This design comes from an exercise in tuning for small area, a short achievable clock period and few clock cycles on the open sky130 flow, not from production work. Only simulation tests tie the RTL to the original design; equivalence was not proved. Power is estimated from default activity; no workload was simulated.

== oak ==
## ladle_share
module ladle_share (
    input  wire         clk,
    input  wire         rst,           
    input  wire         start,
    output wire         ready,
    output reg          done,
    input  wire [14:0]  bud_grid,      
    input  wire [14:0]  bud_site,
    input  wire [14:0]  bud_curt,
    input  wire [14:0]  bud_t1,
    input  wire [14:0]  bud_t2,
    input  wire [7:0]   aux,           
    input  wire [9:0]   eff,           
    input  wire [7:0]   up_step,       
    input  wire [7:0]   act,           
    input  wire [7:0]   rsv,           
    input  wire [127:0] dem,           
    input  wire [15:0]  prio,          
    input  wire [87:0]  volt,          
    output reg          limited,
    output reg  [127:0] alloc,         
    output reg  [151:0] tgt            
);
For scale: roughly 17,000 cells after synthesis, roughly 640 I/O pins, roughly 120,000 µm² of cells after synthesis.
export LEC_CHECK = 0
export ABC_AREA = 1
export CAP_MARGIN = 20
export CORE_MARGIN = 2
export CORE_UTILIZATION = 45
export CTS_CLUSTER_DIAMETER = 100
export CTS_CLUSTER_SIZE = 30
export SLEW_MARGIN = 20
create_clock -name core_clock -period 20.0 [get_ports {clk}]
standard.sh (not shown) runs the stock make flow with config.mk's settings and CLKGATE_MAP_FILE= SYNTH_SCRIPT=/design/flow/synth_recipe.tcl, a recipe that flattens the netlist after the stock synthesis.
==> flow/flow/run.sh <==
#!/bin/bash
# Layout flow: the standard flow (standard.sh), with repair_timing aiming
# for extra setup slack beyond the design's clock period. The constraints
# (constraint.sdc, the design's clock period) are not changed.
set -euo pipefail
MARGIN=$(cat flow/margin.txt)
bash standard.sh SETUP_SLACK_MARGIN="$MARGIN" finish > standard_flow.log 2>&1
==> flow/flow/margin.txt <==
14.4
Testbench counts of oak, summed over its fixed seeds: cycles 23,443.
Edits applied to the flow inputs when going from oak to pine:
# oak
export LEC_CHECK = 0
export ABC_AREA = 1
export CAP_MARGIN = 20
export CORE_MARGIN = 2
export CORE_UTILIZATION = 45
export CTS_CLUSTER_DIAMETER = 100
export CTS_CLUSTER_SIZE = 30
export SLEW_MARGIN = 20
create_clock -name core_clock -period 20.0 [get_ports {clk}]
# pine
export LEC_CHECK = 0
export ABC_AREA = 1
export CAP_MARGIN = 20
export CORE_MARGIN = 2
export CORE_UTILIZATION = 45
export SLEW_MARGIN = 20
create_clock -name core_clock -period 20.0 [get_ports {clk}]
[compare] base=oak new=pine: data required time at the worst endpoint up 4750 ps, power share of the combinational group down 1.6 points, clock input transition at the sequential cells of the worst setup and hold paths down 40 ps, DRC violation count after routing flat, via total after detailed routing up about 0.7%.
pine: largest stage delay on the critical path is 20 ps lower than what oak reported.

* * *

run 1:
Another version of the RTL of ladle_share (not shown whole).
For scale: roughly 16000 cells after synthesis, about 1000 flip-flops, ~120000 um2 of cells after synthesis.
Settings: LEC_CHECK=0, ABC_AREA=1, CAP_MARGIN=20, CORE_MARGIN=2, CORE_UTILIZATION=45, CTS_CLUSTER_DIAMETER=100, CTS_CLUSTER_SIZE=20, SLEW_MARGIN=20; clock period 20.0 ns.
Scripts as last shown in full above: flow/flow/run.sh, flow/flow/margin.txt
Testbench counts of run 1, summed over its fixed seeds: cycles 22,857.
Input-level comparison between run 2 and run 1:
==> flow/flow/margin.txt <==
14.6
Notes after the runs:
Run 2: no failed stages, no open violations at the end. Run 1 → run 2: sum of internal, switching and leakage power shows an increase of 6.2%; register fraction of the total cell area shows a reduction of 0.48 points; first-iteration DRC count shows a reduction of 307; first-pass GRT wire length shows an increase of 37000 um. Run 1 was routed with fewer vias than run 2. From run 1 to run 2 the numbers moved as follows: number of synthesized register bits comparable, layout overhead on the synthesized area rose 3.3 points, power in the clock group lost about 6%.
> inputs changed (run 2 -> run 3)
==> flow/flow/margin.txt <==
14.4
-- flow/config.mk --
<<< run 2, line 12
export CTS_CLUSTER_DIAMETER = 100
export CTS_CLUSTER_SIZE = 20
export SLEW_MARGIN = 20
>>> run 3, line 12
export CTS_CLUSTER_DIAMETER = 100
export CTS_CLUSTER_SIZE = 30
export SLEW_MARGIN = 20
## What came out
- Fraction of final layout cells with drive strength greater than 1 | run 3 below run 2
- Compared with run 2, run 3 shows critical path required time higher by 4.71 ns.
- Run 3 against run 2: combined buffer and inverter count along the critical path increased 3; global-route total usage across every layer decreased 2.2 points.
- Result for run 2 and run 3: all clean
- Changes observed in run 3 relative to run 2: post-detailed-routing wire length went down 4.8%; number of standard cells in the final layout excluding fillers went down 258; area growth from synthesis to final layout went down 3.5 points; part of the total power dissipated in the clock network went up 1.1 points.

## separate check: timing with driven ports
No port has a modelled driver above. Below, the same layouts with a new extraction and two added sets of constraints.
Step 1 sets driving cells, clkbuf_16 on the clock port and buf_2 on the other inputs (assumed; they add their load-dependent delay and slew).
Step 2 also shifts input and output timing later by t, the mid clock arrival at the registers, as if the neighbouring blocks saw the same clock.
Slacks: no drivers / after step 1 / after step 2; pairs: no drivers / after step 1.
| run | t, ns | setup WS [ns] | worst setup path at the end |
|---|---|---|---|
| oak | 0.908 | 14.374 / 14.260 / 13.679 | input to register |
| pine | 0.962 | 14.251 / 14.235 / 13.642 | input to register |
| run 1 | 0.894 | 14.391 / 14.287 / 13.655 | input to register |
| run 2 | 0.893 | 14.394 / 14.283 / 13.730 | input to register |
| run 3 | 0.906 | 14.342 / 14.261 / 13.625 | input to register |
After both steps every run listed still meets setup and hold. The setup slack of run 1, which loses most, moves by -0.104 ns with the drivers and by -0.736 ns with both steps.
